This is an optimization exercise on Yosys and OpenROAD, whose aim is small area, a short achievable clock period and few clock cycles, not a production implementation.
The RTL was checked by simulation tests, not by an equivalence proof against the original design.

<file path="flow/design.v">
module dig_ctx (
  input             clk,
  input             rst,           
  input             open_valid,    
  input      [2:0]  open_alg,      
  input             rel,           
  input             exp_we,        
  input      [2:0]  exp_idx,
  input      [31:0] exp_data,
  input             in_valid,      
  input      [31:0] in_data,
  input             in_last,
  input      [2:0]  in_nbytes,     
  output            in_ready,
  output reg [1:0]  open_resp,     
  output            ctx_busy,
  output            ctx_finished,
  output reg        equal,
  output reg        no_expected,
  output reg [15:0] not_equal_cnt
);
  localparam [1:0] RESP_NONE = 2'd0, RESP_OK = 2'd1, RESP_BUSY = 2'd2, RESP_BAD = 2'd3;
  localparam [2:0] S_FREE = 3'd0,   
                   S_PRO  = 3'd1,   
                   S_RUN  = 3'd2,   
                   S_CMP  = 3'd3,   
                   S_FIN  = 3'd4,   
                   S_WAIT = 3'd5;   
  localparam [255:0] IV = {32'h6a09e667, 32'hbb67ae85, 32'h3c6ef372, 32'ha54ff53a,
                           32'h510e527f, 32'h9b05688c, 32'h1f83d9ab, 32'h5be0cd19};
  reg [2:0]  state;
  reg [6:0]  kidx;         
  reg [3:0]  slot;         
  reg [4:0]  m;            
  reg [31:0] w [0:15];     
  reg [31:0] qa [0:3];     
  reg [31:0] qe [0:3];     
  reg [31:0] exp_v [0:7];  
  reg [7:0]  exp_wr;       
  reg [31:0] p;            
  reg [31:0] len;          
  reg        fin;          
  reg        pad80;        
  reg        lenhi;        
  reg        final_blk;    
  reg        first;        
  reg        eq_acc;       
  reg        r63_q;        
  reg        init_q;       
  reg        cmp_q;        
  reg [31:0] a, b, c, d, e, f, g, hh;
  integer i;
  reg [31:0] k_t;
  always @(*) begin
    case (kidx[5:0])
      6'd0: k_t = 32'h428a2f98;
      6'd1: k_t = 32'h71374491;
      6'd2: k_t = 32'hb5c0fbcf;
      6'd3: k_t = 32'he9b5dba5;
      6'd4: k_t = 32'h3956c25b;
      6'd5: k_t = 32'h59f111f1;
      6'd6: k_t = 32'h923f82a4;
      6'd7: k_t = 32'hab1c5ed5;
      6'd8: k_t = 32'hd807aa98;
      6'd9: k_t = 32'h12835b01;
      6'd10: k_t = 32'h243185be;
      6'd11: k_t = 32'h550c7dc3;
      6'd12: k_t = 32'h72be5d74;
      6'd13: k_t = 32'h80deb1fe;
      6'd14: k_t = 32'h9bdc06a7;
      6'd15: k_t = 32'hc19bf174;
      6'd16: k_t = 32'he49b69c1;
      6'd17: k_t = 32'hefbe4786;
      6'd18: k_t = 32'h0fc19dc6;
      6'd19: k_t = 32'h240ca1cc;
      6'd20: k_t = 32'h2de92c6f;
      6'd21: k_t = 32'h4a7484aa;
      6'd22: k_t = 32'h5cb0a9dc;
      6'd23: k_t = 32'h76f988da;
      6'd24: k_t = 32'h983e5152;
      6'd25: k_t = 32'ha831c66d;
      6'd26: k_t = 32'hb00327c8;
      6'd27: k_t = 32'hbf597fc7;
      6'd28: k_t = 32'hc6e00bf3;
      6'd29: k_t = 32'hd5a79147;
      6'd30: k_t = 32'h06ca6351;
      6'd31: k_t = 32'h14292967;
      6'd32: k_t = 32'h27b70a85;
      6'd33: k_t = 32'h2e1b2138;
      6'd34: k_t = 32'h4d2c6dfc;
      6'd35: k_t = 32'h53380d13;
      6'd36: k_t = 32'h650a7354;
      6'd37: k_t = 32'h766a0abb;
      6'd38: k_t = 32'h81c2c92e;
      6'd39: k_t = 32'h92722c85;
      6'd40: k_t = 32'ha2bfe8a1;
      6'd41: k_t = 32'ha81a664b;
      6'd42: k_t = 32'hc24b8b70;
      6'd43: k_t = 32'hc76c51a3;
      6'd44: k_t = 32'hd192e819;
      6'd45: k_t = 32'hd6990624;
      6'd46: k_t = 32'hf40e3585;
      6'd47: k_t = 32'h106aa070;
      6'd48: k_t = 32'h19a4c116;
      6'd49: k_t = 32'h1e376c08;
      6'd50: k_t = 32'h2748774c;
      6'd51: k_t = 32'h34b0bcb5;
      6'd52: k_t = 32'h391c0cb3;
      6'd53: k_t = 32'h4ed8aa4a;
      6'd54: k_t = 32'h5b9cca4f;
      6'd55: k_t = 32'h682e6ff3;
      6'd56: k_t = 32'h748f82ee;
      6'd57: k_t = 32'h78a5636f;
      6'd58: k_t = 32'h84c87814;
      6'd59: k_t = 32'h8cc70208;
      6'd60: k_t = 32'h90befffa;
      6'd61: k_t = 32'ha4506ceb;
      6'd62: k_t = 32'hbef9a3f7;
      default: k_t = 32'hc67178f2;
    endcase
  end
  wire run     = (state == S_RUN);
  wire wt      = (state == S_WAIT);
  wire r63     = r63_q;                   
  wire init    = init_q;
  wire blk_run  = run && (kidx <= 7'd14 || kidx >= 7'd63) && !final_blk;
  wire new_word = (blk_run || wt) && !m[4] && (slot == m[3:0]);
  wire sch_word = run && kidx >= 7'd15 && kidx <= 7'd62;
  wire need_in  = (state == S_FIN) || ((state == S_PRO || new_word) && !fin);
  wire accept   = need_in && in_valid;
  wire pad_now  = new_word && fin;
  wire m_inc    = new_word && (fin || in_valid);
  wire [4:0] m_next = m + {4'd0, m_inc};
  wire exp_ok = exp_we && (state == S_PRO || run || wt) && !fin;
  wire has_exp = |exp_wr;
  assign in_ready     = need_in;
  assign ctx_busy     = (state != S_FREE);
  assign ctx_finished = (state == S_FIN);
  reg [31:0] last_word;
  always @(*) begin
    case (in_nbytes)
      3'd0:    last_word = 32'h80000000;
      3'd1:    last_word = {in_data[31:24], 24'h800000};
      3'd2:    last_word = {in_data[31:16], 16'h8000};
      3'd3:    last_word = {in_data[31:8], 8'h80};
      default: last_word = in_data;
    endcase
  end
  wire [31:0] in_word  = in_last ? last_word : in_data;
  wire [2:0]  in_count = in_last ? (in_nbytes > 3'd4 ? 3'd4 : in_nbytes) : 3'd4;
  wire [31:0] len_hi = {29'd0, len[31:29]};
  wire [31:0] len_lo = {len[28:0], 3'b000};
  reg [31:0] pad_word;
  always @(*) begin
    if (!pad80)
      pad_word = 32'h80000000;
    else if (slot == 4'd14)
      pad_word = len_hi;
    else if (slot == 4'd15 && lenhi)
      pad_word = len_lo;
    else
      pad_word = 32'd0;
  end
  function [31:0] csa_s(input [31:0] x, input [31:0] y, input [31:0] z);
    csa_s = x ^ y ^ z;
  endfunction
  function [31:0] csa_c(input [31:0] x, input [31:0] y, input [31:0] z);
    csa_c = {(x[30:0] & y[30:0]) | (x[30:0] & z[30:0]) | (y[30:0] & z[30:0]), 1'b0};
  endfunction
  function [31:0] ks_add(input [31:0] x, input [31:0] y);
    reg [31:0] gg, pp, g2, p2;
    integer l, k;
    begin
      gg = x & y;
      pp = x ^ y;
      for (l = 1; l < 32; l = l * 2) begin
        g2 = gg; p2 = pp;
        for (k = l; k < 32; k = k + 1) begin
          g2[k] = gg[k] | (pp[k] & gg[k - l]);
          p2[k] = pp[k] & pp[k - l];
        end
        gg = g2; pp = p2;
      end
      ks_add = (x ^ y) ^ {gg[30:0], 1'b0};
    end
  endfunction
  wire [31:0] s1  = {e[5:0], e[31:6]} ^ {e[10:0], e[31:11]} ^ {e[24:0], e[31:25]};
  wire [31:0] ch  = (e & f) ^ (~e & g);
  wire [31:0] s0  = {a[1:0], a[31:2]} ^ {a[12:0], a[31:13]} ^ {a[21:0], a[31:22]};
  wire [31:0] maj = (a & b) ^ (a & c) ^ (b & c);
  wire [31:0] xa = r63 ? qa[2] : 32'd0;
  wire [31:0] xe = r63 ? qe[2] : 32'd0;
  wire [31:0] e1s = csa_s(p, d, xe),      e1c = csa_c(p, d, xe);
  wire [31:0] e2s = csa_s(e1s, e1c, ch),  e2c = csa_c(e1s, e1c, ch);
  wire [31:0] e3s = csa_s(e2s, e2c, s1),  e3c = csa_c(e2s, e2c, s1);
  wire [31:0] e_new = ks_add(e3s, e3c);
  wire [31:0] a1s = csa_s(p, xa, ch),     a1c = csa_c(p, xa, ch);
  wire [31:0] b1s = csa_s(maj, s0, s1),   b1c = csa_c(maj, s0, s1);
  wire [31:0] a2s = csa_s(a1s, a1c, b1s), a2c = csa_c(a1s, a1c, b1s);
  wire [31:0] a4s = csa_s(a2s, a2c, b1c), a4c = csa_c(a2s, a2c, b1c);
  wire [31:0] a_new = ks_add(a4s, a4c);
  wire cmp = cmp_q;
  wire [31:0] sum_a = (cmp ? 32'd0 : qa[3]) + (first ? 32'd0 : a);
  wire [31:0] sum_e = (cmp ? 32'd0 : qe[3]) + (first ? 32'd0 : e);
  wire ff_add = run && kidx >= 7'd62;     
  wire ff_h0  = run && kidx == 7'd1;      
  wire [31:0] p_h   = r63 ? qe[1] : g;
  wire [31:0] p_new = p_h + k_t + w[15];
  wire [31:0] ws0   = {w[1][6:0], w[1][31:7]} ^ {w[1][17:0], w[1][31:18]} ^ (w[1] >> 3);
  wire [31:0] ws1   = {w[14][16:0], w[14][31:17]} ^ {w[14][18:0], w[14][31:19]} ^ (w[14] >> 10);
  wire [31:0] w_sch = ws1 + w[9] + ws0 + w[0];
  wire [31:0] w_in  = sch_word ? w_sch : accept ? in_word : pad_now ? pad_word : w[0];
  wire [1:0]  cix   = 2'd1 - kidx[1:0];
  wire [31:0] exp_a = exp_wr[cix]         ? exp_v[cix]         : 32'd0;
  wire [31:0] exp_e = exp_wr[{1'b1, cix}] ? exp_v[{1'b1, cix}] : 32'd0;
  wire        cmp_now = (sum_a == exp_a) && (sum_e == exp_e);
  wire start = (state == S_PRO || state == S_FIN) && accept;   
  always @(posedge clk) begin
    for (i = 0; i < 15; i = i + 1) w[i] <= w[i + 1];
    w[15] <= w_in;
    p <= p_new;
    a <= init ? qa[2] : a_new;
    e <= init ? qe[2] : e_new;
    if (r63) begin
      b <= sum_a; c <= qa[0]; d <= qa[1];
      f <= sum_e; g <= qe[0]; hh <= qe[1];
    end else begin
      b <= a; c <= b; d <= c;
      f <= e; g <= f; hh <= g;
    end
  end
  always @(posedge clk) begin
    if (start) begin
      qa[0] <= IV[191:160]; qa[1] <= IV[159:128]; qa[2] <= IV[255:224]; qa[3] <= IV[223:192];
      qe[0] <= IV[63:32];   qe[1] <= IV[31:0];    qe[2] <= IV[127:96];  qe[3] <= IV[95:64];
    end else begin
      qa[0] <= ff_h0 ? a : ff_add ? sum_a : qa[3];
      qe[0] <= ff_h0 ? e : ff_add ? sum_e : qe[3];
      qa[1] <= qa[0]; qa[2] <= qa[1]; qa[3] <= qa[2];
      qe[1] <= qe[0]; qe[2] <= qe[1]; qe[3] <= qe[2];
    end
  end
  always @(posedge clk) begin
    if (exp_ok)
      exp_v[exp_idx] <= exp_data;
  end
  always @(posedge clk) begin
    if (rst) begin
      state         <= S_FREE;
      open_resp     <= RESP_NONE;
      equal         <= 1'b0;
      no_expected   <= 1'b0;
      not_equal_cnt <= 16'd0;
      kidx          <= 7'd0;
      exp_wr        <= 8'd0;
      len           <= 32'd0;
      fin           <= 1'b0;
      pad80         <= 1'b0;
      lenhi         <= 1'b0;
      final_blk     <= 1'b0;
      first         <= 1'b1;
      eq_acc        <= 1'b1;
      r63_q         <= 1'b0;
      init_q        <= 1'b0;
      cmp_q         <= 1'b0;
      slot          <= 4'd0;
      m             <= 5'd0;
    end else begin
      if (!open_valid)
        open_resp <= RESP_NONE;
      else if (state != S_FREE)
        open_resp <= RESP_BUSY;
      else if (open_alg != 3'd0)
        open_resp <= RESP_BAD;
      else
        open_resp <= RESP_OK;
      if (exp_ok) exp_wr[exp_idx] <= 1'b1;
      if (rel) begin
        state       <= S_FREE;
        r63_q       <= 1'b0;
        init_q      <= 1'b0;
        cmp_q       <= 1'b0;
        equal       <= 1'b0;
        no_expected <= 1'b0;
      end else if (state == S_FREE) begin
        if (open_valid && open_alg == 3'd0) begin
          state     <= S_PRO;
          exp_wr    <= 8'd0;
          len       <= 32'd0;
          fin       <= 1'b0;
          pad80     <= 1'b0;
          lenhi     <= 1'b0;
          final_blk <= 1'b0;
        end
      end else begin
        slot <= slot + 4'd1;
        m    <= m_next;
        if (accept && in_last) begin
          fin   <= 1'b1;
          pad80 <= (in_count != 3'd4);
        end
        if (pad_now) begin
          if (pad80) begin
            if (slot == 4'd14) lenhi <= 1'b1;
            if (slot == 4'd15 && lenhi) final_blk <= 1'b1;
          end
          pad80 <= 1'b1;
        end
        if (accept) len <= (start ? 32'd0 : len) + {29'd0, in_count};
        if (start) begin
          state       <= S_RUN;
          kidx        <= 7'd64;
          r63_q       <= 1'b1;
          init_q      <= 1'b1;
          first       <= 1'b1;
          slot        <= 4'd1;
          m           <= 5'd1;
          equal       <= 1'b0;
          no_expected <= 1'b0;
          if (state == S_FIN) begin
            exp_wr    <= 8'd0;
            lenhi     <= 1'b0;
            final_blk <= 1'b0;
            if (!in_last) begin
              fin   <= 1'b0;
              pad80 <= 1'b0;
            end
          end
        end else if (run) begin
          if (kidx == 7'd1) first <= 1'b0;
          r63_q  <= (kidx == 7'd63);
          init_q <= 1'b0;
          kidx   <= (kidx == 7'd64) ? 7'd1 : kidx + 7'd1;
          if (kidx == 7'd15) m <= 5'd0;    
          if (kidx == 7'd14 && !m_next[4]) begin
            state <= S_WAIT;
            first <= 1'b1;
            r63_q <= 1'b0;
          end
          if (kidx == 7'd64 && final_blk && !init) begin
            state <= S_CMP;
            cmp_q <= 1'b1;
            kidx  <= 7'd1;
          end
        end else if (wt) begin
          if (slot == 4'd0 && m_next[4]) begin
            state  <= S_RUN;
            kidx   <= 7'd64;
            r63_q  <= 1'b1;
            init_q <= 1'b1;
          end
        end else if (state == S_CMP) begin
          state       <= S_FIN;
          cmp_q       <= 1'b0;
          equal       <= has_exp && eq_acc && cmp_now;
          no_expected <= !has_exp;
          if (!(has_exp && eq_acc && cmp_now) && not_equal_cnt != 16'hffff)
            not_equal_cnt <= not_equal_cnt + 16'd1;
        end
        if (run && kidx >= 7'd62)
          eq_acc <= (kidx == 7'd62 ? 1'b1 : eq_acc) && cmp_now;
      end
    end
  end
endmodule
</file>
<file path="flow/constraint.sdc">
create_clock -name core_clock -period 10.0 [get_ports {clk}]
set_input_delay 2.0000 -clock core_clock [delete_from_list [all_inputs] [get_ports {clk}]]
set_output_delay 2.0000 -clock core_clock [all_outputs]
set_load 0.01 [all_outputs]
</file>
<file path="flow/flow/run.sh">
#!/bin/bash
# Own flow: the standard layout (standard.sh) with one change in synthesis:
# the ABC mapping runs yosys's fast delay-driven script with a 3 ns target
# (abc -fast -D 3000) instead of ORFS's abc_speed script. Everything else,
# including the registers Yosys infers, is the standard flow.
# Logs: flow.log (make and OpenROAD output) and ORFS's own logs under orfs/logs.
set -euo pipefail
here=$(pwd)

# ORFS's synth.tcl with only its abc call changed
sed 's|log_cmd abc {\*}\$abc_args|log_cmd abc {*}[lrange $abc_args 2 end] -fast -D 3000|' \
  "$FLOW_HOME/scripts/synth.tcl" > "$here/synth_fast.tcl"
grep -q 'lrange $abc_args 2 end\] -fast -D 3000' "$here/synth_fast.tcl"

# The standard flow's synthesis script, sourcing that copy
sed "s|source \$::env(SCRIPTS_DIR)/synth.tcl|source $here/synth_fast.tcl|" \
  "$here/synth_recipe.tcl" > "$here/synth_own.tcl"
grep -q "source $here/synth_fast.tcl" "$here/synth_own.tcl"

# The standard flow's layout command, with that synthesis script
sed "s|SYNTH_SCRIPT=[^ ]*synth_recipe.tcl|SYNTH_SCRIPT=$here/synth_own.tcl|" \
  "$here/standard.sh" > "$here/standard_own.sh"
grep -q "SYNTH_SCRIPT=$here/synth_own.tcl" "$here/standard_own.sh"

bash "$here/standard_own.sh" > "$here/flow.log" 2>&1
</file>
<file path="flow/standard.sh">
#!/bin/bash
# synth_recipe.tcl (not shown) runs the flow's synth.tcl, then flattens the netlist and writes it again
# the make line also repeats each setting of config.mk as NAME=value (left out here)
make -C /OpenROAD-flow-scripts/flow DESIGN_CONFIG=/design/flow/config.mk WORK_HOME=/design/flow/orfs CLKGATE_MAP_FILE= SYNTH_SCRIPT=/design/flow/synth_recipe.tcl "${@:-finish}"
</file>
<file path="flow/config.mk">
export PLATFORM = sky130hd
export DESIGN_NAME = dig_ctx
export DESIGN_NICKNAME = dig_ctx
export VERILOG_FILES = /design/flow/design.v
export SDC_FILE = /design/flow/constraint.sdc
export NUM_CORES = 4
export LEC_CHECK = 0
export CAP_MARGIN = 20
export CORE_MARGIN = 2
export CORE_UTILIZATION = 40
export PLACE_DENSITY = 0.6
export SETUP_SLACK_MARGIN = 5
export SLEW_MARGIN = 20
</file>
==> results of run 1 <==
## worst max-delay path, delay by kind of cell, from the launching register on
| family | cells | cell delay (ns) |
|---|---|---|
| buffers and inverters | 33 | 3.95 |
| and+or+nand+nor | 2 | 0.30 |
| adders and majority gates | 1 | 0.15 |
| DFF | 1 | 0.37 |
| AOI/OAI and AO/OA | 3 | 0.32 |
## stage by stage
step,setup WS (ns),std cells,hold WS (ns)
finish,4.859,10870,0.3049
floorplan,4.905,8235,0.3096
detailed placement,1.816,10390,0.3121
global route,4.828,10870,0.3010
CTS,4.932,10790,0.3010
global placement,1.855,10380,0.3097
## routing by layer
metal / share of wire (%) / global-route usage (%)
met1: 40 / 38.02
met2: 47 / 51.13
met3: 5.8 / 4.050
met4: 6.8 / 16.81
met5: 0.0039 / 0
## cell usage in the layout (no fill, tap or decap), types with 140 or more instances in the layout
cell type	Yosys	routed
nand2_1	1203	1190
dfxtp_1	1144	1094
inv_1	1033	1016
nor2_1	848	803
o21ai_0	745	709
a21oi_1	726	701
fa_1	312	309
xnor2_1	289	277
edfxtp_1	256	256
xor2_1	259	219
buf_4	1	203
ha_1	217	198
clkbuf_16	0	158
o21ai_1	131	145
nand3_1	143	140
## state kept, by name (all words and copies together) (netlist names), 128 cells and up
signal / cells
exp_v: 256
qa: 128
qe: 128
w: 512
## what timing repair did
item                       in CTS  in global routing
hold buffers                    0                  0
pin swaps                      52                 78
setup buffers                 115                 69
setup endpoints to repair     226                104
cloned                         16                 10
resized for setup             315                248
## cell families (layout without fill, tap and decap cells)
family | Yosys count | after routing | synth area share (%)
AO/OA/AOI/OAI | 1839 | 1839 | 14.10
XOR/XNOR | 548 | 548 | 6.850
adder cells (fa/ha/maj) | 561 | 561 | 13.25
buffers and inverters | 1393 | 1696 | 7.548
flip-flops | 1400 | 1400 | 43.66
multiplexers | 1 | 1 | 0.01429
other | 0 | 3 | 0
AND/OR/NAND/NOR | 2493 | 2497 | 14.58
## path summary, 6_finish.rpt
check / from / end / slack, ns / cells past startpoint
setup / recovery: kidx[0]$_SDFFE_PP0N_ / r63_q$_SDFFE_PP0P_ / 4.86 / 39
hold / removal: w[8][10]$_DFF_P_ / w[7][10]$_DFF_P_ / 0.30 / 0
setup reg to reg: kidx[0]$_SDFFE_PP0N_ / r63_q$_SDFFE_PP0P_ / 4.86 / 39
hold reg to reg: w[8][10]$_DFF_P_ / w[7][10]$_DFF_P_ / 0.30 / 0
## area by class of cell
type,instances,area (um^2)
Fill cell,16770,91220
Multi-Input combinational cell,5446,36090
Sequential cell,1400,30690
Clock buffer,210,4254
Inverter,1048,4079
Timing Repair Buffer,370,3755
Tap cell,2325,2909
Clock inverter,62,957.2
Timing Repair inverter,6,57.56
Antenna cell,3,7.507
==> summary.txt, run 1 <==
* CTS tree: built
* DRC errors left at 0
* Final Hold Violating Endpoints at 0
* Worst Path Max Fanout at 2
* Crit path top cell by count: buf_4
* CP endpoint kind: flip-flop
* Critical Path AT at 5.86 ns
* Vias per inst at 5.382
* Largest stage delay, worst path at 0.37 ns
* Die Y-Extent at 422.5 um
* Vias at 58,510
* RePlAce Congestion at 1.041
* Finished layout cell area at 82,790 um^2
* Post-DP HPWL at 208,200 um
* Clock Tree Root: clkbuf_16
* Flop and latch count out of synthesis at 1,400
* Final Util at 47.58%
* Yosys top cell area share at 32.69%
* Longest Clk Path Bufs at 3
* Share of cells above drive strength 1 at 10.81%
* Synth Cell Area at 70,070 um^2
* Most frequent cells after synthesis: 1,203 x nand2_1, 1,144 x dfxtp_1, 1,033 x inv_1, 848 x nor2_1, 745 x o21ai_0
* DR WL/cell at 25.74 um
* Dpl cell area at 73,360 um^2
* DRT iter0 DRCs at 5,465
* Initial core utilization at 40.27%
* Post-layout min period at 5.141 ns
* Status: timing/DRC/antenna clean
* Synth area leaders: dfxtp_1 33%, edfxtp_1 11%, fa_1 8.9%
* Largest area contributor in the netlist: dfxtp_1
* Final ANT Viol Nets at 0
* Critical path launch point type: flip-flop
* Reg clk slew, reported paths at 0.06 ns
* Layout Skew at 0.04418 ns
* Worst slew pin tran at 1.292 ns
* Die W at 422.5 um
* Yosys cell types at 58
* Max frequency at 194.5 MHz
* Nets at 9,032
* Global route overflow at 0
* Clk Latency, worst-skew pair at 0.82 ns
* I/O Buffers at 102
* Cell row count at 153
* Die area at 178,500 um^2
* Yosys warns at 4
* Slew HR at 12.95%
* Crit Path Class: flip-flop to flip-flop
* Pre-antenna DRT Iters at 6
* Post-synthesis average cell area at 8.509 um^2
* Crit-path slowest cell: dfxtp_4
* Cts bufs inserted at 151
* Number of global-route vias before repair at 56,960
* Post-synth top flop: dfxtp_1
* Final period util at 51.41%
* Final setup viols at 0
* Number of synthesized flops with an enable pin at 256
* Core area at 174,000 um^2
* Final WL at 279,800 um
* H-tree depth at 4
* I/O pins at 103
* First-pass GRT wire length at 397,200 um
* Largest net degree at the start of global routing at 100
* Synthesis-to-layout area growth at 18.16%
* Slew Limit Fails at 0
* Worst min path class: flip-flop to flip-flop
* Initial antenna violation count at 3
* Sequential area share after synthesis at 43.66%
* Count leader, synth: nand2_1
* Setup_tns at 0 ns
* CP required at 10.71 ns
* RSZ-0062 raised after global routing: true
* Synth async-reset ratio at 0%
* Post-Syn Instances at 8,235
* Syn Nets at 8,844
* CTS sink cnt at 1,400
* Max-cap violations at 0
* Total Routing Usage GR at 30.53%
Testbench counts, summed over its fixed seeds: cycles 91,116.
==> run 2: changes to the inputs <==
--- a/flow/config.mk
+++ b/flow/config.mk
@@ -13 +13,2 @@
 export SLEW_MARGIN = 20
+export TNS_END_PERCENT = 5
==> run 2 against run 1 <==
Effect of this change: still clean; via count is essentially flat; setup slack gained 0.12 ns; synthesized cell count unchanged; utilization decreased by 0.41 points; wire length is essentially flat; critical path depth shrank 21; non-clock buffer count decreased by 44; first-iteration DRC count up 3.0%; global-route usage is 0.11 points higher; critical path type unchanged; largest cell class unchanged.
==> summary.txt, run 2 <==
* Status: timing/DRC/antenna clean (unchanged)
* CTS tree: built (unchanged)
* Final ANT Viol Nets at 0 (unchanged)
* Reg clk slew, reported paths at 0.06 ns (about the same)
* First-pass GRT wire length at 398,300 um (was 397,200 um)
* Max frequency at 199.2 MHz (was 194.5 MHz)
* Slew Limit Fails at 0 (unchanged)
* I/O Buffers at 102 (unchanged)
* CTS sink cnt at 1,400 (unchanged)
* DRC errors left at 0 (unchanged)
* Sequential area share after synthesis at 43.66% (unchanged)
* Share of cells above drive strength 1 at 10.57% (was 10.81%)
* Syn Nets at 8,844 (unchanged)
* Synth area leaders: dfxtp_1 33%, edfxtp_1 11%, fa_1 8.9% (unchanged)
* CP required at 10.65 ns (was 10.71 ns)
* Layout Skew at 0.07796 ns (was 0.04418 ns)
* Post-synth top flop: dfxtp_1 (unchanged)
* Max reg flops at 512 (unchanged)
* Vias per inst at 5.407 (was 5.382)
* Final setup viols at 0 (unchanged)
* Global route overflow at 0 (unchanged)
* Worst min path class: flip-flop to flip-flop (unchanged)
* DRT iter0 DRCs at 5,627 (was 5,465)
* Slew HR at 21.83% (was 12.95%)
* Post-DP HPWL at 211,000 um (was 208,200 um)
* Worst slew pin tran at 1.160 ns (was 1.292 ns)
* Worst Path Max Fanout at 6 (was 2)
* RSZ-0062 raised after global routing: true (unchanged)
* Cell Count, Final, Fillers Out at 10,820 (was 10,870)
* Crit path max-delay family: adder cells (was buffers and inverters)
* Crit path top cell by count: inv_1 (was buf_4)
* Crit Path Class: flip-flop to flip-flop (unchanged)
* Final WL at 279,900 um (was 279,800 um)
* Cell row count at 153 (unchanged)
* Critical Path AT at 5.67 ns (was 5.86 ns)
* Yosys top cell area share at 32.69% (unchanged)
* Post-Syn Instances at 8,235 (unchanged)
* Commonest cells after routing, fill and taps aside: 1,190 x nand2_1, 1,098 x dfxtp_1, 1,003 x inv_1, 796 x nor2_1, 710 x o21ai_0 (was 1,190 x nand2_1, 1,094 x dfxtp_1, 1,016 x inv_1, 803 x nor2_1, 709 x o21ai_0)
* CP Cell Sequence: xnor2_1 > xor2_2 > fa_1 > inv_1 > fa_1 > inv_1 > fa_1 > inv_1 > ha_1 > inv_1 > nor2_1 > inv_1 > o21ai_1 > a21oi_2 > nand2_1 > a41oi_2 > xor2_2 > o21ai_0
* Post-synthesis average cell area at 8.509 um^2 (unchanged)
* Number of synthesized flops with an enable pin at 256 (unchanged)
* I/O pins at 103 (unchanged)
* Largest stage delay, worst path at 0.53 ns (was 0.37 ns)
* Synthesis-to-layout area growth at 17.14% (was 18.16%)
* Post-layout min period at 5.019 ns (was 5.141 ns)
* Clk Latency, worst-skew pair at 0.84 ns (was 0.82 ns)
* CP Buf/Inv Count at 5 (was 33)
* Synth Cell Area at 70,070 um^2 (unchanged)
* Clock Tree Root: clkbuf_16 (unchanged)
* Die area at 178,500 um^2 (unchanged)
* Most common cell after layout, fill and taps aside: nand2_1 (unchanged)
* Initial antenna violation count at 10 (was 3)
* H-tree depth at 4 (unchanged)
* RePlAce Congestion at 1.016 (was 1.041)
* Final period util at 50.19% (was 51.41%)
* Count leader, synth: nand2_1 (unchanged)
* Largest area contributor in the netlist: dfxtp_1 (unchanged)
* Hold_ws at 0.2987 ns (was 0.3049 ns)
* Total Routing Usage GR at 30.64% (was 30.53%)
* Pre-antenna DRT Iters at 8 (was 6)
* Dpl cell area at 73,410 um^2 (was 73,360 um^2)
* Synth async-reset ratio at 0% (unchanged)
* CP endpoint kind: flip-flop (unchanged)
* Crit-path slowest cell: fa_1 (was dfxtp_4)
* Finished layout cell area at 82,080 um^2 (was 82,790 um^2)
* Hold buffers post-CTS at 0 (unchanged)
* Core area at 174,000 um^2 (unchanged)
* Setup_tns at 0 ns (unchanged)
* Flop and latch count out of synthesis at 1,400 (unchanged)
* Critical path launch point type: flip-flop (unchanged)
* Final Hold Violating Endpoints at 0 (unchanged)
* Largest net degree at the start of global routing at 97 (was 100)
* Yosys cell types at 58 (unchanged)
* Most frequent cells after synthesis: 1,203 x nand2_1, 1,144 x dfxtp_1, 1,033 x inv_1, 848 x nor2_1, 745 x o21ai_0 (unchanged)
* Cts bufs inserted at 150 (was 151)
* Number of global-route vias before repair at 57,380 (was 56,960)
* Largest regs: w x512, exp_v x256 (unchanged)
* Final Util at 47.17% (was 47.58%)
* Vias at 58,510 (about the same)
* Most flops, register: w (unchanged)
* Yosys warns at 4 (unchanged)
* Max-cap violations at 0 (unchanged)
* Nets at 8,986 (was 9,032)
* Die W at 422.5 um (unchanged)
* DP Worst Slack at 1.889 ns (was 1.816 ns)
* Die Y-Extent at 422.5 um (unchanged)
* Dpl cells at 10,390 (about the same)
* Longest Clk Path Bufs at 3 (unchanged)
* DR WL/cell at 25.87 um (was 25.74 um)
* Setup slack after layout at 4.981 ns (was 4.859 ns)
* Initial core utilization at 40.27% (unchanged)
[run 2: changes by cell type in the layout (fill, tap and decap cells not counted), sizes merged, moves of 2 or more]
cell,delta
clkbuf,-13
buf,-40
bufbuf,-2
clkinvlp,+2
bufinv,+3
[run 2: path summary, 6_finish.rpt]
path,depth (start not counted),startpoint,endpoint,slack (ns)
min,0,w[10][27]$_DFF_P_,w[9][27]$_DFF_P_,0.30
max reg2reg,18,e[14]$_DFF_P_,a[29]$_DFF_P_,4.98
min reg2reg,0,w[10][27]$_DFF_P_,w[9][27]$_DFF_P_,0.30
max,18,e[14]$_DFF_P_,a[29]$_DFF_P_,4.98
[run 2: metal layers]
metal | track usage [%] | up-vias | share of wire [%]
met5 | 0 | - | 0.0089
met1 | 38.11 | 28570 | 40
met4 | 17.89 | 6 | 7.2
li1 | - | 26990 | -
met3 | 4.327 | 632 | 6.2
met2 | 50.73 | 2308 | 47
[run 2: logic make-up (layout without fill, tap and decap cells)]
family	Yosys count	after routing	share of synthesized area (%)
mux	1	1	0.01429
simple gates	2493	2498	14.58
other cells	0	3	0
fa+ha+maj	561	561	13.25
compound gates	1839	1839	14.10
buf+inv	1393	1646	7.548
flops	1400	1400	43.66
xor+xnor	548	548	6.850
[run 2: final cells by class]
| type | count | area, um^2 |
|---|---|---|
| Clock inverter | 69 | 1076 |
| Antenna cell | 3 | 7.507 |
| Sequential cell | 1400 | 30670 |
| Tap cell | 2325 | 2909 |
| Timing Repair inverter | 4 | 42.54 |
| Multi-Input combinational cell | 5447 | 35970 |
| Clock buffer | 199 | 4131 |
| Timing Repair Buffer | 326 | 3232 |
| Inverter | 1048 | 4045 |
| Fill cell | 16870 | 91930 |
[run 2: timing repair]
action | 4_1_cts | 5_1_grt
setup endpoints to repair | 294 | 102
resized for setup | 249 | 275
setup buffers | 87 | 57
gates cloned | 12 | 5
pin swaps | 39 | 76
==> run 3: changes to the inputs <==
--- a/flow/design.v
+++ b/flow/design.v
@@ -52,71 +52,21 @@
   integer i;
-  reg [31:0] k_t;
-  always @(*) begin
-    case (kidx[5:0])
-      6'd0: k_t = 32'h428a2f98;
-      6'd1: k_t = 32'h71374491;
-      6'd2: k_t = 32'hb5c0fbcf;
-      6'd3: k_t = 32'he9b5dba5;
-      6'd4: k_t = 32'h3956c25b;
-      6'd5: k_t = 32'h59f111f1;
-      6'd6: k_t = 32'h923f82a4;
-      6'd7: k_t = 32'hab1c5ed5;
-      6'd8: k_t = 32'hd807aa98;
-      6'd9: k_t = 32'h12835b01;
-      6'd10: k_t = 32'h243185be;
-      6'd11: k_t = 32'h550c7dc3;
-      6'd12: k_t = 32'h72be5d74;
-      6'd13: k_t = 32'h80deb1fe;
-      6'd14: k_t = 32'h9bdc06a7;
-      6'd15: k_t = 32'hc19bf174;
-      6'd16: k_t = 32'he49b69c1;
-      6'd17: k_t = 32'hefbe4786;
-      6'd18: k_t = 32'h0fc19dc6;
-      6'd19: k_t = 32'h240ca1cc;
-      6'd20: k_t = 32'h2de92c6f;
-      6'd21: k_t = 32'h4a7484aa;
-      6'd22: k_t = 32'h5cb0a9dc;
-      6'd23: k_t = 32'h76f988da;
-      6'd24: k_t = 32'h983e5152;
-      6'd25: k_t = 32'ha831c66d;
-      6'd26: k_t = 32'hb00327c8;
-      6'd27: k_t = 32'hbf597fc7;
-      6'd28: k_t = 32'hc6e00bf3;
-      6'd29: k_t = 32'hd5a79147;
-      6'd30: k_t = 32'h06ca6351;
-      6'd31: k_t = 32'h14292967;
-      6'd32: k_t = 32'h27b70a85;
-      6'd33: k_t = 32'h2e1b2138;
-      6'd34: k_t = 32'h4d2c6dfc;
-      6'd35: k_t = 32'h53380d13;
-      6'd36: k_t = 32'h650a7354;
-      6'd37: k_t = 32'h766a0abb;
-      6'd38: k_t = 32'h81c2c92e;
-      6'd39: k_t = 32'h92722c85;
-      6'd40: k_t = 32'ha2bfe8a1;
-      6'd41: k_t = 32'ha81a664b;
-      6'd42: k_t = 32'hc24b8b70;
-      6'd43: k_t = 32'hc76c51a3;
-      6'd44: k_t = 32'hd192e819;
-      6'd45: k_t = 32'hd6990624;
-      6'd46: k_t = 32'hf40e3585;
-      6'd47: k_t = 32'h106aa070;
-      6'd48: k_t = 32'h19a4c116;
-      6'd49: k_t = 32'h1e376c08;
-      6'd50: k_t = 32'h2748774c;
-      6'd51: k_t = 32'h34b0bcb5;
-      6'd52: k_t = 32'h391c0cb3;
-      6'd53: k_t = 32'h4ed8aa4a;
-      6'd54: k_t = 32'h5b9cca4f;
-      6'd55: k_t = 32'h682e6ff3;
-      6'd56: k_t = 32'h748f82ee;
-      6'd57: k_t = 32'h78a5636f;
-      6'd58: k_t = 32'h84c87814;
-      6'd59: k_t = 32'h8cc70208;
-      6'd60: k_t = 32'h90befffa;
-      6'd61: k_t = 32'ha4506ceb;
-      6'd62: k_t = 32'hbef9a3f7;
-      default: k_t = 32'hc67178f2;
-    endcase
-  end
+  localparam [2047:0] K_TAB = {
+    32'hc67178f2, 32'hbef9a3f7, 32'ha4506ceb, 32'h90befffa,
+    32'h8cc70208, 32'h84c87814, 32'h78a5636f, 32'h748f82ee,
+    32'h682e6ff3, 32'h5b9cca4f, 32'h4ed8aa4a, 32'h391c0cb3,
+    32'h34b0bcb5, 32'h2748774c, 32'h1e376c08, 32'h19a4c116,
+    32'h106aa070, 32'hf40e3585, 32'hd6990624, 32'hd192e819,
+    32'hc76c51a3, 32'hc24b8b70, 32'ha81a664b, 32'ha2bfe8a1,
+    32'h92722c85, 32'h81c2c92e, 32'h766a0abb, 32'h650a7354,
+    32'h53380d13, 32'h4d2c6dfc, 32'h2e1b2138, 32'h27b70a85,
+    32'h14292967, 32'h06ca6351, 32'hd5a79147, 32'hc6e00bf3,
+    32'hbf597fc7, 32'hb00327c8, 32'ha831c66d, 32'h983e5152,
+    32'h76f988da, 32'h5cb0a9dc, 32'h4a7484aa, 32'h2de92c6f,
+    32'h240ca1cc, 32'h0fc19dc6, 32'hefbe4786, 32'he49b69c1,
+    32'hc19bf174, 32'h9bdc06a7, 32'h80deb1fe, 32'h72be5d74,
+    32'h550c7dc3, 32'h243185be, 32'h12835b01, 32'hd807aa98,
+    32'hab1c5ed5, 32'h923f82a4, 32'h59f111f1, 32'h3956c25b,
+    32'he9b5dba5, 32'hb5c0fbcf, 32'h71374491, 32'h428a2f98
+  };
+  wire [31:0] k_t = K_TAB[{kidx[5:0], 5'd0} +: 32];
   wire run     = (state == S_RUN);
==> flow/flow/run.sh (replaced) <==
#!/bin/bash
# Own flow: the standard layout (standard.sh) with one change in synthesis:
# the ABC mapping runs flow/map.abc (strash; dch -f; map -D 3000; topo;
# stime) instead of ORFS's abc_speed script. Everything else, including the
# registers Yosys infers, is the standard flow.
# Logs: flow.log (make and OpenROAD output) and ORFS's own logs under orfs/logs.
set -euo pipefail
here=$(pwd)

# ORFS's synth.tcl with only its abc call changed
sed "s|log_cmd abc {\*}\$abc_args|log_cmd abc {*}[lrange \$abc_args 2 end] -script $here/flow/map.abc -D 3000|" \
  "$FLOW_HOME/scripts/synth.tcl" > "$here/synth_map.tcl"
grep -q "flow/map.abc -D 3000" "$here/synth_map.tcl"

# The standard flow's synthesis script, sourcing that copy
sed "s|source \$::env(SCRIPTS_DIR)/synth.tcl|source $here/synth_map.tcl|" \
  "$here/synth_recipe.tcl" > "$here/synth_own.tcl"
grep -q "source $here/synth_map.tcl" "$here/synth_own.tcl"

# The standard flow's layout command, with that synthesis script
sed "s|SYNTH_SCRIPT=[^ ]*synth_recipe.tcl|SYNTH_SCRIPT=$here/synth_own.tcl|" \
  "$here/standard.sh" > "$here/standard_own.sh"
grep -q "SYNTH_SCRIPT=$here/synth_own.tcl" "$here/standard_own.sh"

bash "$here/standard_own.sh" > "$here/flow.log" 2>&1
==> flow/flow/map.abc (new file) <==
strash
dch -f
map {D}
topo
stime -c
==> run 3 against run 2 <==
Effect of this change: still clean on timing, DRC and antenna; wire length down 4.8%; sequential share of layout area rose by 0.51 points; fmax decreased by 1.1%; first-iteration DRC count fell by 8.0%; critical path depth grew 3; cell count shrank 5.1%.
==> summary.txt, run 3 <==
* Status: timing/DRC/antenna clean (unchanged)
* Layout Skew at 0.03549 ns (was 0.07796 ns)
* Final period util at 50.77% (was 50.19%)
* Yosys cell types at 54 (was 58)
* Met1 WL at 111,100 um (was 112,100 um)
* Nets at 8,580 (was 8,986)
* Number of global-route vias before repair at 54,170 (was 57,380)
* Compound-cell area share of the yosys netlist at 13.92% (was 14.10%)
* Largest net degree at the start of global routing at 138 (was 97)
* Largest family of logic cells by synthesized area: simple AND/OR/NAND/NOR gates (unchanged)
* Sequential area share after synthesis at 44.95% (was 43.66%)
* Global route overflow at 0 (unchanged)
* Uppermost layer routed: met4 (was met5)
* DRC errors left at 0 (unchanged)
* Synth async-reset ratio at 0% (unchanged)
* Cell count of the worst reg-to-reg path at 21 (was 18)
* Hold_ws at 0.3187 ns (was 0.2987 ns)
* Post-synth top flop: dfxtp_1 (unchanged)
* Simple-gate share of the synthesized area at 15.57% (was 14.58%)
* RePlAce Congestion at 1.024 (was 1.016)
* Crit Path Class: flip-flop to flip-flop (unchanged)
* Most frequent cells after synthesis: 1,155 x clkinv_1, 1,112 x dfxtp_1, 1,041 x nand2_1, 843 x nor2_1, 572 x a21oi_1 (was 1,203 x nand2_1, 1,144 x dfxtp_1, 1,033 x inv_1, 848 x nor2_1, 745 x o21ai_0)
* Largest area contributor in the netlist: dfxtp_1 (unchanged)
* Post-DP HPWL at 205,500 um (was 211,000 um)
* Max frequency at 197.0 MHz (was 199.2 MHz)
* CP endpoint kind: flip-flop (unchanged)
* Hold path startpoint: w[13][22]$_DFF_P_ (was w[10][27]$_DFF_P_)
* Count leader, synth: clkinv_1 (was nand2_1)
* Flop and latch count out of synthesis at 1,368 (was 1,400)
* Longest Clk Path Bufs at 3 (unchanged)
* Mux contribution to synthesized area at 0.01502% (was 0.01429%)
* Post-synthesis average cell area at 8.850 um^2 (was 8.509 um^2)
* Initial core utilization at 40.34% (was 40.27%)
* Final WL at 266,500 um (was 279,900 um)
* Setup slack after layout at 4.923 ns (was 4.981 ns)
* Die W at 412.1 um (was 422.5 um)
* Largest regs: w x512, exp_v x256 (unchanged)
* Commonest cells after routing, fill and taps aside: 1,110 x clkinv_1, 1,059 x dfxtp_1, 1,029 x nand2_1, 803 x nor2_1, 550 x a21oi_1 (was 1,190 x nand2_1, 1,098 x dfxtp_1, 1,003 x inv_1, 796 x nor2_1, 710 x o21ai_0)
* DR WL/cell at 25.95 um (was 25.87 um)
* Max reg flops at 512 (unchanged)
* Critical Path AT at 5.73 ns (was 5.67 ns)
* CTS sink cnt at 1,368 (was 1,400)
* Cts bufs inserted at 149 (was 150)
* First-pass GRT wire length at 380,800 um (was 398,300 um)
* Most flops, register: w (unchanged)
* Synthesis-to-layout area growth at 19.18% (was 17.14%)
* Final Hold Violating Endpoints at 0 (unchanged)
* Slew Limit Fails at 0 (unchanged)
* R2r setup slk at 4.92 ns (was 4.98 ns)
* Hold buffers post-CTS at 0 (unchanged)
* Synth area leaders: dfxtp_1 33%, edfxtp_1 12%, fa_1 9.4% (was dfxtp_1 33%, edfxtp_1 11%, fa_1 8.9%)
* CP Launch Point: a[24]$_DFF_P_ (was e[14]$_DFF_P_)
* Max-cap violations at 0 (unchanged)
* Met3 Wirelength at 16,960 um (was 17,280 um)
* DRT iter0 DRCs at 5,176 (was 5,627)
* Total Routing Usage GR at 31.06% (was 30.64%)
* Synth Area in XOR/XNOR at 5.048% (was 6.850%)
* Setup_tns at 0 ns (unchanged)
* Initial antenna violation count at 7 (was 10)
* Clock Tree Root: clkbuf_16 (unchanged)
* WHS Endpoint: w[12][22]$_DFF_P_ (was w[9][27]$_DFF_P_)
* CTS tree: built (unchanged)
* Cell row count at 149 (was 153)
* Die Y-Extent at 412.1 um (was 422.5 um)
* I/O Buffers at 102 (unchanged)
* RSZ-0062 raised after global routing: true (unchanged)
* Post-Synth Adder-Cell Area at 13.99% (was 13.25%)
* Vias at 56,080 (was 58,510)
* Yosys warns at 4 (unchanged)
* Syn Nets at 8,148 (was 8,844)
* H-tree depth at 4 (unchanged)
* Hold depth at 0 (unchanged)
* Slew HR at 18.96% (was 21.83%)
* Die area at 169,800 um^2 (was 178,500 um^2)
* Vias per inst at 5.461 (was 5.407)
* Share of cells above drive strength 1 at 10.19% (was 10.57%)
* Post-Syn Instances at 7,528 (was 8,235)
* Worst min path class: flip-flop to flip-flop (unchanged)
* Number of synthesized flops with an enable pin at 256 (unchanged)
* WL met2 at 123,100 um (was 130,500 um)
* Synth Cell Area at 66,630 um^2 (was 70,070 um^2)
* Reg clk slew, reported paths at 0.06 ns (about the same)
* Final setup viols at 0 (unchanged)
* Core area at 165,200 um^2 (was 174,000 um^2)
* I/O pins at 103 (unchanged)
* Post-layout min period at 5.077 ns (was 5.019 ns)
* Yosys top cell area share at 33.41% (was 32.69%)
* RR Startpoint: a[24]$_DFF_P_ (was e[14]$_DFF_P_)
* Clk Latency, worst-skew pair at 0.83 ns (was 0.84 ns)
* Critical path launch point type: flip-flop (unchanged)
* CP required at 10.65 ns (about the same)
* Reg-to-Reg End: a[28]$_DFF_P_ (was a[29]$_DFF_P_)
* Pre-antenna DRT Iters at 8 (unchanged)
* DP Worst Slack at 3.191 ns (was 1.889 ns)
* Final ANT Viol Nets at 0 (unchanged)
* Worst Path Max Fanout at 4 (was 6)
* Most common cell after layout, fill and taps aside: clkinv_1 (was nand2_1)
* Worst slew pin tran at 1.216 ns (was 1.160 ns)
-- run 3: worst max path at each step --
stage	cells past startpoint	end	slack, ns
global route	25	p[31]$_DFF_P_	4.84
floorplan	20	a[26]$_DFF_P_	1.41
global placement	24	p[31]$_DFF_P_	3.20
detailed placement	24	p[31]$_DFF_P_	3.19
CTS	18	w[15][28]$_DFF_P_	4.83
finish	21	a[28]$_DFF_P_	4.92
-- run 3: final cells by class --
cell class	count	area, um^2
sequential	1368	30070
inverter	1155	4441
multi-input combinational	5005	34130
clock buffer	190	4054
tap	2189	2739
fill	15890	85770
timing repair buffer	281	2917
antenna	3	7.507
clock inverter	78	1047
-- run 3: through the flow --
stage                     cell area [um^2]  std cells  utilization, %
after floorplan                      66820       7528               -
after CTS                            78690      10230           47.64
final                                79410      10270           48.07
after global routing                 79400      10270           48.07
after detailed placement             71410       9905           43.24
after global placement               71400       9904           43.23
-- run 3: cells by family (layout without fill, tap and decap cells) --
logic type      count (synthesis)  in the layout
compound gates               1594           1594
xor+xnor                      382            382
fa+ha+maj                     562            562
buf+inv                      1155           1704
flops                        1368           1368
mux                             1              1
other cells                     0              3
simple gates                 2466           2466
-- run 3: metal layers --
metal  vias up  global-route usage (%)
li1      26040                       -
met1     27310                   40.16
met2      2232                   50.95
met3       498                   4.684
met4         0                   14.75
met5         -                       0
-- run 3: worst max-delay path, stage by stage, from the launching register on --
cell      delay, ns
dfxtp_4        0.39
xnor2_4        0.22
xor2_4         0.30
fa_1           0.50
fa_1           0.57
clkinv_2       0.06
fa_1           0.44
clkinv_2       0.07
ha_4           0.15
inv_4          0.03
fa_2           0.37
o221ai_4       0.24
a31oi_4        0.13
o21ai_2        0.18
buf_6          0.15
a21oi_4        0.07
o21ai_4        0.22
a21oi_4        0.10
o21bai_4       0.21
a21boi_4       0.10
o211ai_1       0.23
a31oi_2        0.16
-- run 3: what timing repair did --
| item | in CTS | in global routing |
|---|---|---|
| gates resized for setup | 330 | 103 |
| pin swaps | 60 | 56 |
| buffers inserted | 48 | 35 |
| endpoints found under the setup margin | 141 | 81 |
| gates cloned | 9 | 0 |
Testbench counts of run 3, summed over its fixed seeds: cycles 91,116.
==> run 4: changes to the inputs <==
--- a/flow/flow/run.sh
+++ b/flow/flow/run.sh
@@ -2,4 +2,4 @@
 # Own flow: the standard layout (standard.sh) with one change in synthesis:
-# the ABC mapping runs flow/map.abc (strash; dch -f; map -D 3000; topo;
-# stime) instead of ORFS's abc_speed script. Everything else, including the
+# the ABC mapping runs flow/map.abc (strash; dch -f; map -D 3000; then
+# buffering and gate sizing to 3 ns) instead of ORFS's abc_speed script. Everything else, including the
 # registers Yosys infers, is the standard flow.
==> flow/flow/map.abc (replaced) <==
strash
dch -f
map {D}
topo
stime -c
buffer -c
upsize {D}
dnsize {D}
==> run 4 against run 3 <==
Effect of this change: still clean; die area grew 2.1%; non-clock buffer count fell by 25; synthesized area rose by 2.2%; fmax rose by 2.6%; first-iteration DRC count increased by 21%; register-to-register slack better by 0.13 ns; synthesized cell count up 4.5%; critical path depth fell by 10; design area down 0.88%; global-route usage is 1.0 points lower.
==> summary.txt, run 4 <==
* Status: timing/DRC/antenna clean (unchanged)
* Longest Clk Path Bufs at 3 (unchanged)
* Final period util at 49.47% (was 50.77%)
* Post-layout min period at 4.947 ns (was 5.077 ns)
* Crit-path slowest cell: dfxtp_2 (was fa_1)
* CP endpoint kind: primary output (was flip-flop)
* Cell count of the worst reg-to-reg path at 18 (was 21)
* Final Util at 46.49% (was 48.07%)
* Post-synth top flop: dfxtp_1 (unchanged)
* Synth async-reset ratio at 0% (unchanged)
* Synth area leaders: dfxtp_1 33%, edfxtp_1 11%, fa_1 9.2% (was dfxtp_1 33%, edfxtp_1 12%, fa_1 9.4%)
* Max reg flops at 512 (unchanged)
* Initial core utilization at 40.21% (was 40.34%)
* Sequential area share after synthesis at 44.00% (was 44.95%)
* Critical path launch point type: flip-flop (unchanged)
* Largest stage delay, worst path at 0.35 ns (was 0.57 ns)
* CP Cell Sequence: buf_12 > buf_4 > ha_1 > inv_1 > nor2_1 > a31oi_1 > nand3_2 > a31oi_1 > nor2_2 > o21a_1 > dlygate4sd2_1 (was xnor2_4 > xor2_4 > fa_1 > fa_1 > clkinv_2 > fa_1 > clkinv_2 > ha_4 > inv_4 > fa_2 > o221ai_4 > a31oi_4 > o21ai_2 > buf_6 > a21oi_4 > o21ai_4 > a21oi_4 > o21bai_4 > a21boi_4 > o211ai_1 > a31oi_2)
* RR Startpoint: kidx[2]$_SDFFE_PP0P_ (was a[24]$_DFF_P_)
* DRC errors left at 0 (unchanged)
* Worst slew pin tran at 1.320 ns (was 1.216 ns)
* Die area at 173,500 um^2 (was 169,800 um^2)
* Synthesis-to-layout area growth at 15.63% (was 19.18%)
* Reg clk slew, reported paths at 0.06 ns (about the same)
* Most common cell after layout, fill and taps aside: inv_1 (was clkinv_1)
* Vias at 56,400 (was 56,080)
* Final setup viols at 0 (unchanged)
* Final WL at 267,200 um (was 266,500 um)
* Number of synthesized flops with an enable pin at 256 (unchanged)
* Slew HR at 11.91% (was 18.96%)
* WHS Endpoint: w[3][19]$_DFF_P_ (was w[12][22]$_DFF_P_)
* Final ANT Viol Nets at 0 (unchanged)
* I/O Buffers at 102 (unchanged)
* Largest net degree at the start of global routing at 85 (was 138)
* Clk Latency, worst-skew pair at 0.85 ns (was 0.83 ns)
* Hold buffers post-CTS at 0 (unchanged)
* Setup_tns at 0 ns (unchanged)
* Most frequent cells after synthesis: 1,146 x inv_1, 1,112 x dfxtp_1, 1,039 x nand2_1, 839 x nor2_1, 563 x a21oi_1 (was 1,155 x clkinv_1, 1,112 x dfxtp_1, 1,041 x nand2_1, 843 x nor2_1, 572 x a21oi_1)
* Setup slack after layout at 5.053 ns (was 4.923 ns)
* Worst Path Max Fanout at 5 (was 4)
* Core area at 169,300 um^2 (was 165,200 um^2)
* Largest regs: w x512, exp_v x256 (unchanged)
* Share of cells above drive strength 1 at 8.867% (was 10.19%)
* CP Buf/Inv Count at 4 (unchanged)
* Count leader, synth: inv_1 (was clkinv_1)
* Max frequency at 202.1 MHz (was 197.0 MHz)
* Post-DP HPWL at 205,300 um (was 205,500 um)
* Critical Path AT at 2.95 ns (was 5.73 ns)
* Flop and latch count out of synthesis at 1,368 (unchanged)
* R2r setup slk at 5.05 ns (was 4.92 ns)
* Die Y-Extent at 416.5 um (was 412.1 um)
* Yosys cell types at 70 (was 54)
* Crit path top cell by count: a31oi_1 (was fa_1)
* Reg-to-Reg End: p[31]$_DFF_P_ (was a[28]$_DFF_P_)
* CTS tree: built (unchanged)
* Number of global-route vias before repair at 53,860 (was 54,170)
* Syn Nets at 8,487 (was 8,148)
* RePlAce Congestion at 1.033 (was 1.024)
* H-tree depth at 4 (unchanged)
* Yosys warns at 4 (unchanged)
* Crit path max-delay family: buffers and inverters (was adder cells)
* Hold depth at 0 (unchanged)
* DR WL/cell at 26.01 um (was 25.95 um)
* Footprint of the multi-input gates at 33,690 um^2 (was 34,130 um^2)
* Initial antenna violation count at 9 (was 7)
* Cell row count at 151 (was 149)
* Global route overflow at 0 (unchanged)
* DP Worst Slack at 3.401 ns (was 3.191 ns)
* CTS sink cnt at 1,368 (unchanged)
* Cts bufs inserted at 148 (was 149)
* Synth Cell Area at 68,070 um^2 (was 66,630 um^2)
* Nets at 8,559 (was 8,580)
* Post-Syn Instances at 7,867 (was 7,528)
* Post-synthesis average cell area at 8.652 um^2 (was 8.850 um^2)
* Crit Path Class: flip-flop to primary output (was flip-flop to flip-flop)
* Yosys top cell area share at 32.70% (was 33.41%)
* Most flops, register: w (unchanged)
* I/O pins at 103 (unchanged)
* Worst min path class: flip-flop to flip-flop (unchanged)
* Max-cap violations at 0 (unchanged)
* Filler cells at 16,360 (was 15,890)
* CP required at 8.00 ns (was 10.65 ns)
* Hold path startpoint: w[4][19]$_DFF_P_ (was w[13][22]$_DFF_P_)
* FF+latch area at 30,060 um^2 (was 30,070 um^2)
* Pre-antenna DRT Iters at 6 (was 8)
* Vias per inst at 5.489 (was 5.461)
* First-pass GRT wire length at 378,800 um (was 380,800 um)
* DRT iter0 DRCs at 6,272 (was 5,176)
* Largest area contributor in the netlist: dfxtp_1 (unchanged)
* Slew Limit Fails at 0 (unchanged)
* Final Hold Violating Endpoints at 0 (unchanged)
* Layout Skew at 0.06847 ns (was 0.03549 ns)
* RSZ-0062 raised after global routing: true (unchanged)
* Commonest cells after routing, fill and taps aside: 1,129 x inv_1, 1,056 x dfxtp_1, 1,032 x nand2_1, 800 x nor2_1, 548 x a21oi_1 (was 1,110 x clkinv_1, 1,059 x dfxtp_1, 1,029 x nand2_1, 803 x nor2_1, 550 x a21oi_1)
* Die W at 416.5 um (was 412.1 um)
* Clock Tree Root: clkbuf_16 (unchanged)
* Total Routing Usage GR at 30.03% (was 31.06%)
## run 4: changes by cell type in the layout (fill, tap and decap cells not counted), moves of 15 or more
cell | before | now
a21o_1 | 0 | 19
a21o_2 | 18 | 0
buf_4 | 135 | 119
inv_1 | 0 | 1129
clkinv_1 | 1110 | 6
clkinv_2 | 51 | 17
xor2_1 | 174 | 189
## run 4: final cells by class
| class | count | share of cell area [%] |
|---|---|---|
| tap | 2218 | 3.526 |
| multi-input combinational | 5007 | 42.81 |
| inverter | 1155 | 5.593 |
| antenna | 5 | 0.01590 |
| clock buffer | 196 | 5.205 |
| timing repair inverter | 3 | 0.03497 |
| sequential | 1368 | 38.20 |
| timing repair buffer | 256 | 3.357 |
| clock inverter | 67 | 1.262 |
## run 4: metrics by stage
step	hold WS [ns]	area, um^2	cells
6_report	0.3154	78710	10280
5_1_grt	0.3211	78700	10270
4_1_cts	0.3171	77480	10220
3_5_place_dp	0.3121	71160	9909
3_3_place_gp	0.3096	71140	9907
2_1_floorplan	0.3096	68120	7867
## run 4: worst register-to-register path: stages, from the launching register on
cell and delay, ns:
dfxtp_1 0.35, buf_12 0.24, clkinvlp_4 0.39, nor2_1 0.60
nor3_1 0.17, o31ai_1 0.27, o32ai_2 0.16, fa_1 0.54
inv_1 0.07, fa_2 0.43, o221a_4 0.32, o21ai_4 0.16
nand4_1 0.17, o311ai_4 0.13, a31oi_2 0.17, o221ai_2 0.24
a21oi_2 0.12, o211ai_1 0.22, xor2_1 0.16
## run 4: worst max-delay path by stage
stage	start	endpoint	slack, ns	cells after the start
floorplan	in_valid	len[26]$_SDFFE_PP0P_	4.93	19
global placement	r63_q$_SDFFE_PP0P_	e[26]$_DFF_P_	3.60	19
detailed placement	kidx[0]$_SDFFE_PP0P_	p[31]$_DFF_P_	3.40	25
CTS	a[5]$_DFF_P_	a[31]$_DFF_P_	4.88	22
global route	e[23]$_DFF_P_	a[22]$_DFF_P_	4.90	16
finish	kidx[1]$_SDFFE_PP0P_	in_ready	5.05	11
## run 4: per-layer routing
metal | GRT usage (%) | wire length, um | vias to the layer above
li1 | - | - | 25870
met1 | 41.24 | 113600 | 27380
met2 | 46.36 | 117400 | 2663
met3 | 6.195 | 23960 | 472
met4 | 11.64 | 12150 | 6
met5 | 0 | 38 | -
## run 4: kinds of logic after synthesis
logic type,synth area share [%]
compound gates,13.70
flops,44.00
xor+xnor,4.935
mux,0.01471
fa+ha+maj,13.69
simple gates,15.27
buf+inv,8.391
## run 4: timing repair
action	in CTS	in global routing
gates cloned	10	6
pin swaps	18	47
buffers inserted	36	45
gates resized for setup	191	168
setup endpoints to repair	135	86
endpoints found under the hold margin	0	0
==> run 5: changes to the inputs <==
--- a/flow/design.v
+++ b/flow/design.v
@@ -295,3 +295,3 @@
         end else if (wt) begin
-          if (slot == 4'd0 && m_next[4]) begin
+          if (slot == 4'd0 && m_next != 5'd0) begin
             state  <= S_RUN;
==> run 5 against run 4 <==
Effect of this change: synthesized cell count up 1.4%; via count down 0.30%; non-clock buffer count down 37; design area up 0.13%; sequential share of layout area down 0.058 points; register-to-register slack worse by 0.02 ns; die area up 1.3%; clock-buffer cell count up 3; critical endpoint is now a[26]$_DFF_P_.
==> summary.txt, run 5 <==
* WHS Endpoint: w[7][20]$_DFF_P_ (was w[3][19]$_DFF_P_)
* Compound-cell area share of the yosys netlist at 13.29% (was 13.70%)
* DRT iter0 DRCs at 5,852 (was 6,272)
* Die Y-Extent at 419.1 um (was 416.5 um)
* Final setup viols at 0 (unchanged)
* DRC errors left at 0 (unchanged)
* Number of global-route vias before repair at 53,630 (was 53,860)
* Slew HR at 27.72% (was 11.91%)
* RR Startpoint: a[14]$_DFF_P_ (was kidx[2]$_SDFFE_PP0P_)
* Synth area leaders: dfxtp_1 32%, edfxtp_1 11%, fa_1 9.1% (was dfxtp_1 33%, edfxtp_1 11%, fa_1 9.2%)
* Largest area contributor in the netlist: dfxtp_1 (unchanged)
* Post-synth top flop: dfxtp_1 (unchanged)
* Post-DP HPWL at 203,000 um (was 205,300 um)
* I/O pins at 103 (unchanged)
* Clk Latency, worst-skew pair at 0.84 ns (was 0.85 ns)
* Setup slack after layout at 5.028 ns (was 5.053 ns)
* Nets at 8,622 (was 8,559)
* Total Routing Usage GR at 29.45% (was 30.03%)
* Slew Limit Fails at 0 (unchanged)
* Cts bufs inserted at 147 (was 148)
* Initial antenna violation count at 8 (was 9)
* Share of cells above drive strength 1 at 8.242% (was 8.867%)
* Initial core utilization at 40.23% (was 40.21%)
* Simple-gate share of the synthesized area at 16.16% (was 15.27%)
* Cell row count at 152 (was 151)
* First-pass GRT wire length at 374,700 um (was 378,800 um)
* CTS sink cnt at 1,368 (unchanged)
* Pre-antenna DRT Iters at 6 (unchanged)
* Setup_tns at 0 ns (unchanged)
* Final period util at 49.72% (was 49.47%)
* Largest regs: w x512, exp_v x256 (unchanged)
* Post-Synth Adder-Cell Area at 13.52% (was 13.69%)
* Synth async-reset ratio at 0% (unchanged)
* Hold depth at 0 (unchanged)
* Cell count of the worst reg-to-reg path at 20 (was 18)
* Most flops, register: w (unchanged)
* Count leader, synth: inv_1 (unchanged)
* Max frequency at 201.1 MHz (was 202.1 MHz)
* RSZ-0062 raised after global routing: true (unchanged)
* Synthesis-to-layout area growth at 14.33% (was 15.63%)
* Yosys cell types at 78 (was 70)
* Reg-to-Reg End: a[26]$_DFF_P_ (was p[31]$_DFF_P_)
* Reg clk slew, reported paths at 0.06 ns (about the same)
* Core area at 171,400 um^2 (was 169,300 um^2)
* Critical path launch point type: flip-flop (unchanged)
* Final ANT Viol Nets at 0 (unchanged)
* DR WL/cell at 25.11 um (was 26.01 um)
* I/O Buffers at 102 (unchanged)
* CP required at 10.66 ns (was 8.00 ns)
* Filler cells at 16,660 (was 16,360)
* Syn Nets at 8,601 (was 8,487)
* CP Launch Point: a[14]$_DFF_P_ (was kidx[1]$_SDFFE_PP0P_)
* R2r setup slk at 5.03 ns (was 5.05 ns)
* Number of synthesized flops with an enable pin at 256 (unchanged)
* Vias at 56,230 (was 56,400)
* Max reg flops at 512 (unchanged)
* Clock Tree Root: clkbuf_16 (unchanged)
* CP endpoint kind: flip-flop (was primary output)
* Largest net degree at the start of global routing at 84 (was 85)
* Hold buffers post-CTS at 0 (unchanged)
* Largest family of logic cells by synthesized area: simple AND/OR/NAND/NOR gates (unchanged)
* Yosys warns at 4 (unchanged)
* Flop and latch count out of synthesis at 1,368 (unchanged)
* Worst min path class: flip-flop to flip-flop (unchanged)
* Longest Clk Path Bufs at 3 (unchanged)
* Worst Path Max Fanout at 5 (unchanged)
* Layout Skew at 0.05800 ns (was 0.06847 ns)
* Yosys top cell area share at 32.29% (was 32.70%)
* Global route overflow at 0 (unchanged)
* Vias per inst at 5.388 (was 5.489)
* Critical Path AT at 5.63 ns (was 2.95 ns)
* Die W at 419.1 um (was 416.5 um)
* CTS tree: built (unchanged)
* Status: timing/DRC/antenna clean (unchanged)
* Mux contribution to synthesized area at 0.05808% (was 0.01471%)
* DP Worst Slack at 3.428 ns (was 3.401 ns)
* Synth Cell Area at 68,930 um^2 (was 68,070 um^2)
* Sequential area share after synthesis at 43.45% (was 44.00%)
* Hold path startpoint: w[8][20]$_DFF_P_ (was w[4][19]$_DFF_P_)
* RePlAce Congestion at 0.9922 (was 1.033)
* Commonest cells after routing, fill and taps aside: 1,124 x inv_1, 1,057 x dfxtp_1, 1,038 x nand2_1, 811 x nor2_1, 558 x a21oi_1 (was 1,129 x inv_1, 1,056 x dfxtp_1, 1,032 x nand2_1, 800 x nor2_1, 548 x a21oi_1)
* Post-layout min period at 4.972 ns (was 4.947 ns)
* Post-Syn Instances at 7,981 (was 7,867)
* Max-cap violations at 0 (unchanged)
* Post-synthesis average cell area at 8.637 um^2 (was 8.652 um^2)
* Most common cell after layout, fill and taps aside: inv_1 (unchanged)
* H-tree depth at 4 (unchanged)
* Crit Path Class: flip-flop to flip-flop (was flip-flop to primary output)
* Final WL at 262,000 um (was 267,200 um)
* Most frequent cells after synthesis: 1,140 x inv_1, 1,112 x dfxtp_1, 1,042 x nand2_1, 837 x nor2_1, 570 x a21oi_1 (was 1,146 x inv_1, 1,112 x dfxtp_1, 1,039 x nand2_1, 839 x nor2_1, 563 x a21oi_1)
* Synth Area in XOR/XNOR at 4.984% (was 4.935%)
* Final Hold Violating Endpoints at 0 (unchanged)
* Die area at 175,700 um^2 (was 173,500 um^2)
* Worst slew pin tran at 1.074 ns (was 1.320 ns)
## run 5: stage by stage
| stage | std cells | hold WS, ns | area, um^2 | util (%) |
|---|---|---|---|---|
| finish | 10440 | 0.2964 | 78810 | 45.99 |
| global route | 10430 | 0.2987 | 78790 | 45.98 |
| CTS | 10410 | 0.2920 | 78240 | 45.66 |
| detailed placement | 10100 | 0.3121 | 71860 | 41.93 |
| global placement | 10100 | 0.3096 | 71860 | 41.93 |
| floorplan | 7981 | 0.3096 | 68930 | - |
## run 5: area by class of cell
| type | instances | area, um^2 | share of cell area (%) |
|---|---|---|---|
| repair buffers | 219 | 2281 | 2.894 |
| well taps | 2310 | 2890 | 3.667 |
| multi-input cells | 5109 | 33990 | 43.12 |
| clock inverters | 65 | 999.7 | 1.269 |
| clock buffers | 199 | 4150 | 5.266 |
| flip-flops and latches | 1368 | 30060 | 38.14 |
| inverters | 1157 | 4422 | 5.611 |
| diodes | 9 | 22.52 | 0.02858 |
## run 5: logic make-up (layout without fill, tap and decap cells)
group / Yosys count / after routing
other: 0 / 9
muxes: 4 / 4
xor gates and xnor gates: 386 / 386
buffers and inverters: 1506 / 1640
AOI/OAI and AO/OA: 1568 / 1568
and+or+nand+nor: 2587 / 2589
adders and majority gates: 562 / 562
DFF: 1368 / 1368
## run 5: worst max-delay path by stage
| stage | end | slack [ns] |
|---|---|---|
| finish | a[26]$_DFF_P_ | 5.03 |
| global route | p[26]$_DFF_P_ | 4.87 |
| CTS | a[31]$_DFF_P_ | 4.83 |
| detailed placement | p[31]$_DFF_P_ | 3.43 |
| global placement | p[31]$_DFF_P_ | 3.38 |
| floorplan | exp_v[6][0]$_DFFE_PP_ | 4.77 |
## run 5: routing by layer
layer  share of wire (%)  global-route usage [%]  vias up
li1                    -                       -    26150
met1                  44                   41.38    27380
met2                  44                   45.61     2331
met3                 8.0                   5.428      371
met4                 3.6                   9.515        2
met5              0.0050                       0        -
## run 5: critical path, stage by stage, from the launching register on
cell and delay, ns:
dfxtp_1 0.50, inv_2 0.18, xor2_4 0.27, fa_1 0.47
fa_1 0.55, inv_1 0.05, fa_1 0.36, inv_1 0.07
ha_1 0.19, inv_1 0.08, fa_2 0.43, o221ai_4 0.25
a31oi_4 0.14, o21ai_4 0.23, a21oi_2 0.11, o21ai_2 0.18
a21oi_1 0.13, o21bai_2 0.19, a21boi_2 0.11, xor2_1 0.19
o21ai_0 0.11
## run 5: timing repair
item | 4_1_cts | 5_1_grt
cloned | 9 | 1
gates resized for setup | 177 | 95
setup buffers | 32 | 19
pin swaps | 20 | 19
setup endpoints to repair | 144 | 77
Testbench counts of run 5, summed over its fixed seeds: cycles 90,876.

-- re-timing with driven ports --
No port has a modelled driver above. Below, the same layouts with a new extraction and two added sets of constraints. Step 1, drivers: a clkbuf_16 drives clk and a buf_2 each remaining input, both assumed. Step 2 adds t to the input delays and takes it off the output delays; t is the mean of the earliest and latest rising clock arrival at the registers after step 1. Input paths then give back, and output paths get back, about the clock's delay inside the block. a / b / c = ideal ports / drivers / drivers and shift; a / b = the first two.
run	t (ns)	slack for setup (ns)	hold slack, ns	worst slew at a driven data input, ns	cell pins on the clock port's net
run 1	0.872	4.859 / 4.859 / 4.263	0.305 / 0.305 / 0.305	0.10	1
run 2	0.890	4.981 / 4.921 / 4.063	0.299 / 0.299 / 0.299	0.17	1
run 3	0.899	4.923 / 4.911 / 4.291	0.319 / 0.319 / 0.319	0.07	1
run 4	0.907	5.053 / 4.960 / 4.265	0.315 / 0.315 / 0.315	0.14	1
run 5	0.907	5.028 / 4.945 / 4.402	0.296 / 0.296 / 0.296	0.17	1
After both steps every run listed still meets setup and hold. The setup slack of run 2, which loses most, moves by -0.060 ns with the drivers and by -0.918 ns with both steps.
